Background: an optimization exercise with open tools, aiming at small area and a short achievable clock period. Do not read the settings as production practice. RTL that was checked went through simulation tests only; none was proved equivalent to the original.

==> inputs of 04-19 <==
## wk512_munit
module wk512_munit (
    input  wire        clk,
    input  wire        rst,         
    input  wire        in_valid,
    input  wire        in_short,
    input  wire [6:0]  in_opc,
    input  wire [4:0]  in_dst,
    input  wire [4:0]  in_src,
    input  wire [31:0] in_a,
    input  wire [31:0] in_b,
    input  wire        in_chain,
    output reg         g3_wen,
    output reg  [4:0]  g3_dst,
    output reg  [31:0] g3_data,
    output reg         g1_wen,
    output reg  [4:0]  g1_dst,
    output reg  [31:0] g1_data,
    output reg  [63:0] ac0,
    output reg  [63:0] ac1
);
Settings: LEC_CHECK=0, CAP_MARGIN=20, CORE_MARGIN=2, CORE_UTILIZATION=30, PLACE_DENSITY=0.45, SETUP_SLACK_MARGIN=5, SLEW_MARGIN=20; clock period 11.5 ns.
run.sh (not shown) runs the stock make flow with config.mk's settings and CLKGATE_MAP_FILE= SYNTH_SCRIPT=/design/flow/synth_recipe.tcl, a recipe that flattens the netlist after the stock synthesis.
==> 06-26 (differences from 04-19) <==
--- a/flow/design.v
+++ b/flow/design.v
@@ -92,17 +92,17 @@
         case (d_rdk)
             2'd0:    rd_w = v[31:0];
             2'd1:    rd_w = v[63:32];
             default: rd_w = w;
         endcase
     end
     reg [31:0] r1_w;
     reg        r1_inc, r1_big, r1_neg;
-    wire [63:0] wr_val = d_wrsx ? {{32{in_a[31]}}, in_a} : {in_a, in_b};
+    wire [63:0] wr_val = in_opc[4] ? {{32{in_a[31]}}, in_a} : {in_a, in_b};
     wire [31:0] e_a = d_sqr ? in_b : in_a;
     wire [32:0] e_xl = d_m16 ? {e_a[15], e_a[15:0], 16'b0} : {d_sgn & e_a[31], e_a};
     wire [32:0] e_xh = d_m16 ? {{17{e_a[31]}}, e_a[31:16]} : {d_sgn & e_a[31], e_a};
     wire [15:0] e_bo, e_bt, e_bn;
     wire        e_bu = in_b[31] & ~d_sgn & ~d_m16;
     assign e_bo[0] = in_b[0] ^ 1'b0;
     assign e_bt[0] = (in_b[1] & ~in_b[0] & ~1'b0) | (~in_b[1] & in_b[0] & 1'b0);
     assign e_bn[0] = in_b[1] ^ d_neg;
@@ -151,18 +151,20 @@
     assign e_bo[15] = in_b[30] ^ in_b[29];
     assign e_bt[15] = (in_b[31] & ~in_b[30] & ~in_b[29]) | (~in_b[31] & in_b[30] & in_b[29]);
     assign e_bn[15] = in_b[31] ^ d_neg;
     reg        s1_v, s1_m16, s1_acw, s1_idx, s1_chain, s1_sat, s1_hi;
     reg [4:0]  s1_dst;
     reg [32:0] s1_xl, s1_xh;
     reg [15:0] s1_bo, s1_bt, s1_bn;
     reg        s1_bu;
+    reg        s1_accum;
     reg [63:0] s1_acc;
-    wire [63:0] acc_now = d_acc_idx ? ac1 : ac0;
+    wire        e_idx   = in_short ? !in_opc[0] : in_dst[0];
+    wire [63:0] acc_now = e_idx ? ac1 : ac0;
     always @(posedge clk) begin
         if (rst) begin
             s1_v <= 1'b0;
         end else begin
             s1_v <= in_valid && d_mul;
         end
         s1_m16   <= d_m16;
         s1_acw   <= d_acw;
@@ -172,17 +174,18 @@
         s1_hi    <= d_hi;
         s1_dst   <= in_dst;
         s1_xl    <= e_xl;
         s1_xh    <= e_xh;
         s1_bo    <= e_bo;
         s1_bt    <= e_bt;
         s1_bn    <= e_bn;
         s1_bu    <= e_bu;
-        s1_acc   <= d_accum ? acc_now : 64'd0;
+        s1_acc   <= acc_now;
+        s1_accum <= d_accum;
     end
     wire pp0_0 = (s1_bo[0] & s1_xl[0]) ^ s1_bn[0];
     wire pp0_1 = ((s1_bo[0] & s1_xl[1]) | (s1_bt[0] & s1_xl[0])) ^ s1_bn[0];
     wire pp0_2 = ((s1_bo[0] & s1_xl[2]) | (s1_bt[0] & s1_xl[1])) ^ s1_bn[0];
     wire pp0_3 = ((s1_bo[0] & s1_xl[3]) | (s1_bt[0] & s1_xl[2])) ^ s1_bn[0];
     wire pp0_4 = ((s1_bo[0] & s1_xl[4]) | (s1_bt[0] & s1_xl[3])) ^ s1_bn[0];
     wire pp0_5 = ((s1_bo[0] & s1_xl[5]) | (s1_bt[0] & s1_xl[4])) ^ s1_bn[0];
     wire pp0_6 = ((s1_bo[0] & s1_xl[6]) | (s1_bt[0] & s1_xl[5])) ^ s1_bn[0];
@@ -1804,54 +1807,53 @@
     wire fs1031 = fc910 ^ fs911 ^ pp14_32;
     wire fc1032 = (fc910 & fs911) | (fc910 & pp14_32) | (fs911 & pp14_32);
     wire fs1033 = fc912 ^ pp16_30 ^ nc16;
     wire fc1034 = (fc912 & pp16_30) | (fc912 & nc16) | (pp16_30 & nc16);
     wire fs1035 = pps15 ^ pp16_31 ^ pp15_32;
     wire fc1036 = (pps15 & pp16_31) | (pps15 & pp15_32) | (pp16_31 & pp15_32);
     wire [64:0] pr0 = {fc1036, fc1034, fc1032, fc1030, fc1028, fc1026, fc1024, fc1022, fc1020, fc1018, fc1016, fc1014, fc1012, fc1010, fc1008, fc1006, fc1004, fc1002, fc1000, fc998, fc996, fc994, fc992, fc990, fc988, fc986, fc984, fc982, fc980, fc978, fc976, fc974, fc972, fc970, fc968, fc966, fc964, fc962, fc960, fc958, fc956, fc954, fc952, fc950, fc948, fc946, fc944, fc942, fc940, fc938, fc936, fc934, fc932, fc930, fc928, fc926, fc924, fc922, fc920, fc918, hc916, hc914, hs913, pp0_1, pp0_0};
     wire [64:0] pr1 = {1'b1, fs1035, fs1033, fs1031, fs1029, fs1027, fs1025, fs1023, fs1021, fs1019, fs1017, fs1015, fs1013, fs1011, fs1009, fs1007, fs1005, fs1003, fs1001, fs999, fs997, fs995, fs993, fs991, fs989, fs987, fs985, fs983, fs981, fs979, fs977, fs975, fs973, fs971, fs969, fs967, fs965, fs963, fs961, fs959, fs957, fs955, fs953, fs951, fs949, fs947, fs945, fs943, fs941, fs939, fs937, fs935, fs933, fs931, fs929, fs927, fs925, fs923, fs921, fs919, fs917, hs915, s1_bn[1], 1'b0, s1_bn[0]};
-    reg        s2_v, s2_acw, s2_idx, s2_chain, s2_sat, s2_hi, s2_m16;
+    wire [48:0] mx  = pr0[64:16];
+    wire [48:0] my  = pr1[64:16];
+    wire        c16 = |(pr0[15:0] | pr1[15:0]);
+    wire        ex  = mx[48] | my[48] | mx[47];
+    wire        ey  = mx[48] & my[48] & mx[47];
+    wire [64:0] e2_x = s1_m16 ? {{16{ex}}, mx} : pr0;
+    wire [64:0] e2_y = s1_m16 ? {{16{ey}}, my} : pr1;
+    reg        s2_v, s2_acw, s2_idx, s2_chain, s2_sat, s2_hi, s2_cin;
     reg [4:0]  s2_dst;
     reg [64:0] s2_ps, s2_pc;    
     reg [63:0] s2_acc;
     always @(posedge clk) begin
         if (rst) begin
             s2_v <= 1'b0;
         end else begin
             s2_v <= s1_v;
         end
         s2_acw   <= s1_acw;
         s2_idx   <= s1_idx;
         s2_chain <= s1_chain;
         s2_sat   <= s1_sat;
         s2_hi    <= s1_hi;
-        s2_m16   <= s1_m16;
+        s2_cin   <= s1_m16 & c16;
         s2_dst   <= s1_dst;
-        s2_ps    <= pr0;
-        s2_pc    <= pr1;
+        s2_ps    <= e2_x;
+        s2_pc    <= e2_y;
     end
-    wire [48:0] mx  = s2_ps[64:16];
-    wire [48:0] my  = s2_pc[64:16];
-    wire        c16 = |(s2_ps[15:0] | s2_pc[15:0]);
-    wire        ex  = mx[48] | my[48] | mx[47];
-    wire        ey  = mx[48] & my[48] & mx[47];
-    wire [64:0] op_x = s2_m16 ? {{16{ex}}, mx} : s2_ps;
-    wire [64:0] op_y = s2_m16 ? {{16{ey}}, my} : s2_pc;
-    wire        cin  = s2_m16 & c16;
     wire [64:0] op_b  = {s2_acc[63], s2_acc};
-    wire [64:0] csa_s = op_b ^ op_x ^ op_y;
-    wire [64:0] csa_c = (op_b & op_x) | (op_b & op_y) | (op_x & op_y);
-    wire [64:0] sum   = csa_s + {csa_c[63:0], cin};
+    wire [64:0] csa_s = op_b ^ s2_ps ^ s2_pc;
+    wire [64:0] csa_c = (op_b & s2_ps) | (op_b & s2_pc) | (s2_ps & s2_pc);
+    wire [64:0] sum   = csa_s + {csa_c[63:0], s2_cin};
     wire        ovf   = sum[64] ^ sum[63];
     wire [63:0] acc_res = (s2_sat && ovf) ? {sum[64], {63{!sum[64]}}} : sum[63:0];
     wire acc3_we = s2_v && s2_acw;
     wire acc1_we = in_valid && d_wr;
     always @(posedge clk) begin
-        s2_acc <= s1_chain ? acc_res : s1_acc;
+        s2_acc <= s1_chain ? acc_res : (s1_accum ? s1_acc : 64'd0);
         if (rst) begin
             ac0     <= 64'd0;
             ac1     <= 64'd0;
             g3_wen  <= 1'b0;
             g1_wen  <= 1'b0;
         end else begin
             if (acc1_we && !d_acc_idx)
                 ac0 <= wr_val;
@@ -1867,11 +1869,18 @@
         g3_dst  <= s2_dst;
         g3_data <= s2_hi ? sum[63:32] : sum[31:0];
         g1_dst  <= in_dst;
         r1_w    <= rd_w;
         r1_inc  <= inc;
         r1_big  <= d_rdk[1] && big;
         r1_neg  <= v[63];
     end
-    wire        r1_inc_eff = r1_inc && (r1_w != 32'h7FFF_FFFF);
-    always @(*) g1_data = r1_big ? {r1_neg, {31{!r1_neg}}} : (r1_w + {31'd0, r1_inc_eff});
+    wire [31:0] q0 = {r1_w[30:0], 1'b1};           
+    wire [31:0] q1 = q0 & {q0[30:0], 1'b1};
+    wire [31:0] q2 = q1 & {q1[29:0], 2'b11};
+    wire [31:0] q3 = q2 & {q2[27:0], 4'hF};
+    wire [31:0] q4 = q3 & {q3[23:0], 8'hFF};
+    wire [31:0] q5 = q4 & {q4[15:0], 16'hFFFF};    
+    wire        r1_inc_eff = r1_inc && (r1_neg || !q5[31]);
+    wire [31:0] r1_sum = r1_w ^ (q5 & {32{r1_inc_eff}});
+    always @(*) g1_data = r1_big ? {r1_neg, {31{!r1_neg}}} : r1_sum;
 endmodule
==> flow/flow/run.sh (new file) <==
#!/bin/bash
set -euo pipefail
export SETUP_SLACK_MARGIN=6
bash standard.sh > standard_flow.log 2>&1
==> flow/standard.sh (new file) <==
#!/bin/bash
# synth_recipe.tcl (not shown) runs the flow's synth.tcl, then flattens the netlist and writes it again
# the make line also repeats each setting of config.mk as NAME=value (left out here)
make -C /OpenROAD-flow-scripts/flow DESIGN_CONFIG=/design/flow/config.mk WORK_HOME=/design/flow/orfs CLKGATE_MAP_FILE= SYNTH_SCRIPT=/design/flow/synth_recipe.tcl "${@:-finish}"
- CORE_UTILIZATION: 30 -> 55
- PLACE_DENSITY: 0.45 -> 0.65
- SETUP_SLACK_MARGIN: 5 -> not set
removed: flow/run.sh
==> 10-13 (differences from 04-19) <==
--- a/flow/design.v
+++ b/flow/design.v
@@ -92,17 +92,17 @@
         case (d_rdk)
             2'd0:    rd_w = v[31:0];
             2'd1:    rd_w = v[63:32];
             default: rd_w = w;
         endcase
     end
     reg [31:0] r1_w;
     reg        r1_inc, r1_big, r1_neg;
-    wire [63:0] wr_val = d_wrsx ? {{32{in_a[31]}}, in_a} : {in_a, in_b};
+    wire [63:0] wr_val = in_opc[4] ? {{32{in_a[31]}}, in_a} : {in_a, in_b};
     wire [31:0] e_a = d_sqr ? in_b : in_a;
     wire [32:0] e_xl = d_m16 ? {e_a[15], e_a[15:0], 16'b0} : {d_sgn & e_a[31], e_a};
     wire [32:0] e_xh = d_m16 ? {{17{e_a[31]}}, e_a[31:16]} : {d_sgn & e_a[31], e_a};
     wire [15:0] e_bo, e_bt, e_bn;
     wire        e_bu = in_b[31] & ~d_sgn & ~d_m16;
     assign e_bo[0] = in_b[0] ^ 1'b0;
     assign e_bt[0] = (in_b[1] & ~in_b[0] & ~1'b0) | (~in_b[1] & in_b[0] & 1'b0);
     assign e_bn[0] = in_b[1] ^ d_neg;
@@ -151,18 +151,20 @@
     assign e_bo[15] = in_b[30] ^ in_b[29];
     assign e_bt[15] = (in_b[31] & ~in_b[30] & ~in_b[29]) | (~in_b[31] & in_b[30] & in_b[29]);
     assign e_bn[15] = in_b[31] ^ d_neg;
     reg        s1_v, s1_m16, s1_acw, s1_idx, s1_chain, s1_sat, s1_hi;
     reg [4:0]  s1_dst;
     reg [32:0] s1_xl, s1_xh;
     reg [15:0] s1_bo, s1_bt, s1_bn;
     reg        s1_bu;
+    reg        s1_accum;
     reg [63:0] s1_acc;
-    wire [63:0] acc_now = d_acc_idx ? ac1 : ac0;
+    wire        e_idx   = in_short ? !in_opc[0] : in_dst[0];
+    wire [63:0] acc_now = e_idx ? ac1 : ac0;
     always @(posedge clk) begin
         if (rst) begin
             s1_v <= 1'b0;
         end else begin
             s1_v <= in_valid && d_mul;
         end
         s1_m16   <= d_m16;
         s1_acw   <= d_acw;
@@ -172,17 +174,18 @@
         s1_hi    <= d_hi;
         s1_dst   <= in_dst;
         s1_xl    <= e_xl;
         s1_xh    <= e_xh;
         s1_bo    <= e_bo;
         s1_bt    <= e_bt;
         s1_bn    <= e_bn;
         s1_bu    <= e_bu;
-        s1_acc   <= d_accum ? acc_now : 64'd0;
+        s1_acc   <= acc_now;
+        s1_accum <= d_accum;
     end
     wire pp0_0 = (s1_bo[0] & s1_xl[0]) ^ s1_bn[0];
     wire pp0_1 = ((s1_bo[0] & s1_xl[1]) | (s1_bt[0] & s1_xl[0])) ^ s1_bn[0];
     wire pp0_2 = ((s1_bo[0] & s1_xl[2]) | (s1_bt[0] & s1_xl[1])) ^ s1_bn[0];
     wire pp0_3 = ((s1_bo[0] & s1_xl[3]) | (s1_bt[0] & s1_xl[2])) ^ s1_bn[0];
     wire pp0_4 = ((s1_bo[0] & s1_xl[4]) | (s1_bt[0] & s1_xl[3])) ^ s1_bn[0];
     wire pp0_5 = ((s1_bo[0] & s1_xl[5]) | (s1_bt[0] & s1_xl[4])) ^ s1_bn[0];
     wire pp0_6 = ((s1_bo[0] & s1_xl[6]) | (s1_bt[0] & s1_xl[5])) ^ s1_bn[0];
@@ -1804,54 +1807,53 @@
     wire fs1031 = fc910 ^ fs911 ^ pp14_32;
     wire fc1032 = (fc910 & fs911) | (fc910 & pp14_32) | (fs911 & pp14_32);
     wire fs1033 = fc912 ^ pp16_30 ^ nc16;
     wire fc1034 = (fc912 & pp16_30) | (fc912 & nc16) | (pp16_30 & nc16);
     wire fs1035 = pps15 ^ pp16_31 ^ pp15_32;
     wire fc1036 = (pps15 & pp16_31) | (pps15 & pp15_32) | (pp16_31 & pp15_32);
     wire [64:0] pr0 = {fc1036, fc1034, fc1032, fc1030, fc1028, fc1026, fc1024, fc1022, fc1020, fc1018, fc1016, fc1014, fc1012, fc1010, fc1008, fc1006, fc1004, fc1002, fc1000, fc998, fc996, fc994, fc992, fc990, fc988, fc986, fc984, fc982, fc980, fc978, fc976, fc974, fc972, fc970, fc968, fc966, fc964, fc962, fc960, fc958, fc956, fc954, fc952, fc950, fc948, fc946, fc944, fc942, fc940, fc938, fc936, fc934, fc932, fc930, fc928, fc926, fc924, fc922, fc920, fc918, hc916, hc914, hs913, pp0_1, pp0_0};
     wire [64:0] pr1 = {1'b1, fs1035, fs1033, fs1031, fs1029, fs1027, fs1025, fs1023, fs1021, fs1019, fs1017, fs1015, fs1013, fs1011, fs1009, fs1007, fs1005, fs1003, fs1001, fs999, fs997, fs995, fs993, fs991, fs989, fs987, fs985, fs983, fs981, fs979, fs977, fs975, fs973, fs971, fs969, fs967, fs965, fs963, fs961, fs959, fs957, fs955, fs953, fs951, fs949, fs947, fs945, fs943, fs941, fs939, fs937, fs935, fs933, fs931, fs929, fs927, fs925, fs923, fs921, fs919, fs917, hs915, s1_bn[1], 1'b0, s1_bn[0]};
-    reg        s2_v, s2_acw, s2_idx, s2_chain, s2_sat, s2_hi, s2_m16;
+    wire [48:0] mx  = pr0[64:16];
+    wire [48:0] my  = pr1[64:16];
+    wire        c16 = |(pr0[15:0] | pr1[15:0]);
+    wire        ex  = mx[48] | my[48] | mx[47];
+    wire        ey  = mx[48] & my[48] & mx[47];
+    wire [64:0] e2_x = s1_m16 ? {{16{ex}}, mx} : pr0;
+    wire [64:0] e2_y = s1_m16 ? {{16{ey}}, my} : pr1;
+    reg        s2_v, s2_acw, s2_idx, s2_chain, s2_sat, s2_hi, s2_cin;
     reg [4:0]  s2_dst;
     reg [64:0] s2_ps, s2_pc;    
     reg [63:0] s2_acc;
     always @(posedge clk) begin
         if (rst) begin
             s2_v <= 1'b0;
         end else begin
             s2_v <= s1_v;
         end
         s2_acw   <= s1_acw;
         s2_idx   <= s1_idx;
         s2_chain <= s1_chain;
         s2_sat   <= s1_sat;
         s2_hi    <= s1_hi;
-        s2_m16   <= s1_m16;
+        s2_cin   <= s1_m16 & c16;
         s2_dst   <= s1_dst;
-        s2_ps    <= pr0;
-        s2_pc    <= pr1;
+        s2_ps    <= e2_x;
+        s2_pc    <= e2_y;
     end
-    wire [48:0] mx  = s2_ps[64:16];
-    wire [48:0] my  = s2_pc[64:16];
-    wire        c16 = |(s2_ps[15:0] | s2_pc[15:0]);
-    wire        ex  = mx[48] | my[48] | mx[47];
-    wire        ey  = mx[48] & my[48] & mx[47];
-    wire [64:0] op_x = s2_m16 ? {{16{ex}}, mx} : s2_ps;
-    wire [64:0] op_y = s2_m16 ? {{16{ey}}, my} : s2_pc;
-    wire        cin  = s2_m16 & c16;
     wire [64:0] op_b  = {s2_acc[63], s2_acc};
-    wire [64:0] csa_s = op_b ^ op_x ^ op_y;
-    wire [64:0] csa_c = (op_b & op_x) | (op_b & op_y) | (op_x & op_y);
-    wire [64:0] sum   = csa_s + {csa_c[63:0], cin};
+    wire [64:0] csa_s = op_b ^ s2_ps ^ s2_pc;
+    wire [64:0] csa_c = (op_b & s2_ps) | (op_b & s2_pc) | (s2_ps & s2_pc);
+    wire [64:0] sum   = csa_s + {csa_c[63:0], s2_cin};
     wire        ovf   = sum[64] ^ sum[63];
     wire [63:0] acc_res = (s2_sat && ovf) ? {sum[64], {63{!sum[64]}}} : sum[63:0];
     wire acc3_we = s2_v && s2_acw;
     wire acc1_we = in_valid && d_wr;
     always @(posedge clk) begin
-        s2_acc <= s1_chain ? acc_res : s1_acc;
+        s2_acc <= s1_chain ? acc_res : (s1_accum ? s1_acc : 64'd0);
         if (rst) begin
             ac0     <= 64'd0;
             ac1     <= 64'd0;
             g3_wen  <= 1'b0;
             g1_wen  <= 1'b0;
         end else begin
             if (acc1_we && !d_acc_idx)
                 ac0 <= wr_val;
@@ -1867,11 +1869,18 @@
         g3_dst  <= s2_dst;
         g3_data <= s2_hi ? sum[63:32] : sum[31:0];
         g1_dst  <= in_dst;
         r1_w    <= rd_w;
         r1_inc  <= inc;
         r1_big  <= d_rdk[1] && big;
         r1_neg  <= v[63];
     end
-    wire        r1_inc_eff = r1_inc && (r1_w != 32'h7FFF_FFFF);
-    always @(*) g1_data = r1_big ? {r1_neg, {31{!r1_neg}}} : (r1_w + {31'd0, r1_inc_eff});
+    wire [31:0] q0 = {r1_w[30:0], 1'b1};           
+    wire [31:0] q1 = q0 & {q0[30:0], 1'b1};
+    wire [31:0] q2 = q1 & {q1[29:0], 2'b11};
+    wire [31:0] q3 = q2 & {q2[27:0], 4'hF};
+    wire [31:0] q4 = q3 & {q3[23:0], 8'hFF};
+    wire [31:0] q5 = q4 & {q4[15:0], 16'hFFFF};    
+    wire        r1_inc_eff = r1_inc && (r1_neg || !q5[31]);
+    wire [31:0] r1_sum = r1_w ^ (q5 & {32{r1_inc_eff}});
+    always @(*) g1_data = r1_big ? {r1_neg, {31{!r1_neg}}} : r1_sum;
 endmodule
==> flow/flow/run.sh (new file) <==
#!/bin/bash
set -euo pipefail
export SETUP_SLACK_MARGIN=6
bash standard.sh > standard_flow.log 2>&1
==> flow/standard.sh (new file) <==
#!/bin/bash
# synth_recipe.tcl (not shown) runs the flow's synth.tcl, then flattens the netlist and writes it again
# the make line also repeats each setting of config.mk as NAME=value (left out here)
make -C /OpenROAD-flow-scripts/flow DESIGN_CONFIG=/design/flow/config.mk WORK_HOME=/design/flow/orfs CLKGATE_MAP_FILE= SYNTH_SCRIPT=/design/flow/synth_recipe.tcl "${@:-finish}"
- SETUP_SLACK_MARGIN: 5 -> not set
removed: flow/run.sh
==> comparison <==
- The lowest critical path depth belongs to 06-26, the highest to 04-19.
- Hold slack: 10-13 is worse than 04-19 (0.022 ns).
- In final area, 10-13 and 04-19 hardly differ.
- In synthesized area, 04-19 and 10-13 hardly differ.
- Routed wire length: 04-19 > 10-13 > 06-26.
==> figures <==
Run status: 04-19 timing/DRC/antenna clean; 10-13 timing/DRC/antenna clean; 06-26 timing/DRC/antenna clean
Floorplan die area: 04-19 0.190 mm²; 10-13 0.190 mm²; 06-26 0.104 mm²
Endpoint of the worst setup timing path: 04-19 s2_acc[42]; 10-13 s2_acc[40]; 06-26 r1_w[17]
Final period demand of the worst path: 04-19 6.31 ns; 10-13 5.45 ns; 06-26 5.47 ns
CORE AREA: 04-19 0.185 mm²; 10-13 0.185 mm²; 06-26 0.100 mm²
Capture point of the worst reg-to-reg path: 04-19 s2_acc[42]; 10-13 s2_acc[40]; 06-26 s2_acc[63]
Global-route usage over all layers: 04-19 28.4%; 10-13 28.1%; 06-26 46.8%
Final core area utilization: 04-19 34.3%; 10-13 34.3%; 06-26 61.2%
Chip width: 04-19 436 µm; 10-13 436 µm; 06-26 323 µm
Metal3 WL: 04-19 21400 µm; 10-13 24300 µm; 06-26 35100 µm
Net total in the final layout: 04-19 7127; 10-13 6977; 06-26 6944
Number of fill cells: 04-19 19600; 10-13 19300; 06-26 8879
Row count: 04-19 158; 10-13 158; 06-26 116
1st-pass router iterations: 04-19 8; 10-13 6; 06-26 8
No functional check of the RTL was part of 04-19.

## static timing again, ports no longer ideal
In the flow no input, the clock included, has a driving cell. The finished layouts below were timed again as built, in two steps. Step 1 (the two cells are an assumption about what drives the block):
set clk [get_ports {clk}]
set_driving_cell -lib_cell sky130_fd_sc_hd__clkbuf_16 $clk
set_driving_cell -lib_cell sky130_fd_sc_hd__buf_2 [delete_from_list [all_inputs] $clk]
Step 2 moves the port delays by t, midway between the first and last clock arrival at a register: inputs arrive t later, outputs are due t later. That takes back most of the time a late clock gives input paths. Three values: no drivers, after step 1, after step 2; two values: the first two.
run	t, ns	slack for setup (ns)	hold slack, ns
04-19	0.770	5.194 / 5.110 / 4.696	0.326 / 0.326 / 0.326
06-26	0.711	6.033 / 6.028 / 5.368	0.328 / 0.328 / 0.328
10-13	0.768	6.047 / 5.983 / 5.354	0.304 / 0.304 / 0.304
After both steps every run listed still meets setup and hold. The setup slack of 10-13, which loses most, moves by -0.064 ns with the drivers and by -0.693 ns with both steps.
